This is an optimization exercise on Yosys and OpenROAD, whose aim is small area, a short achievable clock period and few clock cycles, not a production implementation.
Function was checked by simulation only, so behaviour that the tests miss may differ from the original.

==> inputs of wip/juniper <==
Design oarva_core, start of the top module:
module oarva_core (
    input  wire        clk,
    input  wire        rst,           
    input  wire [2:0]  core_id,       
    input  wire        shadow,        
    output wire [11:0] imem_addr,
    input  wire [31:0] imem_rdata,
    output wire [10:0] dmem_addr,
    output wire [3:0]  dmem_we,
    output wire [31:0] dmem_wdata,
    input  wire [31:0] dmem_rdata,
    output wire        halted,
    output wire [3:0]  exc_cause,     
    output wire [11:0] halt_pc,       
    output wire [23:0] exc_addr,      
    output wire [3:0]  flags          
);
    localparam [3:0] EXC_ILLEGAL     = 4'h1,
                     EXC_DMEM_BOUNDS = 4'h2,
                     EXC_TRAP        = 4'h6;
    localparam [2:0] R_ADD = 3'd0, R_LOG = 3'd1, R_SHF = 3'd2, R_MUL = 3'd3,
                     R_B   = 3'd4, R_ST = 3'd5;
    reg        halted_q;
    reg        fz, fn, fc, fv;
    reg [3:0]  cause_q;
    reg [11:0] epc_q;
    reg [23:0] eaddr_q;
    reg [32*31-1:0] rf;       
    reg [31:1] rv;
    reg [11:0] pc_f;          
    reg [11:0] d_pc;          
    reg        d_valid;
    reg        replay;        
    reg [31:0] ir_hold;
    reg        ex_valid;
    reg [11:0] ex_pc;
    reg [31:0] ex_a, ex_b;
    reg [15:0] ex_imm;
    reg [4:0]  ex_rd;
    reg        ex_we;         
    reg [2:0]  ex_rsel;
    reg        ex_sub;
    reg [1:0]  ex_cin;        
    reg        ex_set_zn, ex_set_cv, ex_set_sh;
    reg [1:0]  ex_lop;        
    reg [1:0]  ex_shk;        
  ...
==> flow/config.mk <==
export PLATFORM = sky130hd
export DESIGN_NAME = oarva_core
export DESIGN_NICKNAME = oarva_core
export VERILOG_FILES = /design/flow/design.v
export SDC_FILE = /design/flow/constraint.sdc
export NUM_CORES = 4
export LEC_CHECK = 0
export CAP_MARGIN = 20
export CELL_PAD_IN_SITES_DETAIL_PLACEMENT = 1
export CORE_MARGIN = 2
export CORE_UTILIZATION = 35
export PLACE_DENSITY = 0.45
export SLEW_MARGIN = 20
==> flow/constraint.sdc <==
create_clock -name core_clock -period 16.0 [get_ports {clk}]
set_input_delay 3.2000 -clock core_clock [delete_from_list [all_inputs] [get_ports {clk}]]
set_output_delay 3.2000 -clock core_clock [all_outputs]
set_load 0.01 [all_outputs]
standard.sh (not shown) runs the stock make flow with config.mk's settings and CLKGATE_MAP_FILE= SYNTH_SCRIPT=/design/flow/synth_recipe.tcl, a recipe that flattens the netlist after the stock synthesis.
==> flow/flow/run.sh <==
#!/bin/bash
export SETUP_SLACK_MARGIN=11
export TNS_END_PERCENT=0
bash standard.sh > standard.log 2>&1
==> wip/lagoon (differences from wip/juniper) <==
- CELL_PAD_IN_SITES_DETAIL_PLACEMENT: 1 -> unset
- CORE_UTILIZATION: 35 -> 40
- PLACE_DENSITY: 0.45 -> unset
==> summary.md <==
| Metric | Value |
|---|---|
| Status | complete, no violations |
| Resized cells post-CTS | 458 |
| Metal3 WL | around 65 mm |
| HP Start | m_alo[1]$_DFF_P_ |
| GRT Total Usage | 39.8% |
| Place WS | 8.13 ns |
| Multi-input combinational area share | 43.6% |
| Hold WS | 0.328 ns |
| Hold Crit Endpoint | wb_lo[1]$_DFF_P_ |
| Final-stage net count | 8819 |
| DR WL met2 | 179 mm |
Source of the figures above: wip/lagoon

==> summary.md <==
| Metric | Value |
|---|---|
| Global route overflow | 0 |
| DR WL met2 | roughly 210 mm |
| Area Growth Syn to Fin | 20.7% |
| Multi-input combinational area share | 42.9% |
| GRT Total Usage | 40.2% |
| I/O pin count | 174 |
| Initial antenna violation count | 46 |
| Seq area share | 38.1% |
| Metal3 WL | 61.4 mm |
| Worst slew pin tran | 1.31 ns |
| Resized cells post-CTS | 606 |
| HP Start | m_alo[0]$_DFF_P_ |
| Hold Crit Endpoint | wb_lo[0]$_DFF_P_ |
| Util after Layout | 42.5% |
| Top layer in use | met5 |
| Status | complete, no violations |
| Hold WS | slightly above 0.3 ns |
Source of the figures above: wip/juniper

Testbench counts of wip/juniper, summed over its fixed seeds: cycles 47,625.
Testbench counts of wip/lagoon, summed over its fixed seeds: cycles 47,625.

[static timing again, ports no longer ideal]
The flow's constraints put no driver on any port. The routed layouts listed below were extracted and timed again, unchanged, in two steps. Step 1: set_driving_cell puts a clkbuf_16 on clk and a buf_2 on each other input, an assumption about the parent block. Step 2 moves the port delays by t, midway between the first and last clock arrival at a register: inputs arrive t later, outputs are due t later. That takes back most of the time a late clock gives input paths. Slacks: ideal ports / drivers / drivers and shift; pairs: ideal ports / drivers.
run	shift t [ns]	setup slack, ns	worst hold slack (ns)	slew at the worst register clock pin (ns)	worst data-port slew with drivers (ns)
wip/juniper	0.937	10.475 / 10.539 / 9.602	0.307 / 0.307 / 0.307	0.07 / 0.07	0.08
wip/lagoon	0.926	10.123 / 10.179 / 9.253	0.328 / 0.328 / 0.328	0.07 / 0.07	0.08
After both steps setup and hold are still met in every run listed. For wip/juniper, which loses most, drivers alone change the setup slack by +0.064 ns; drivers and shift together by -0.873 ns.
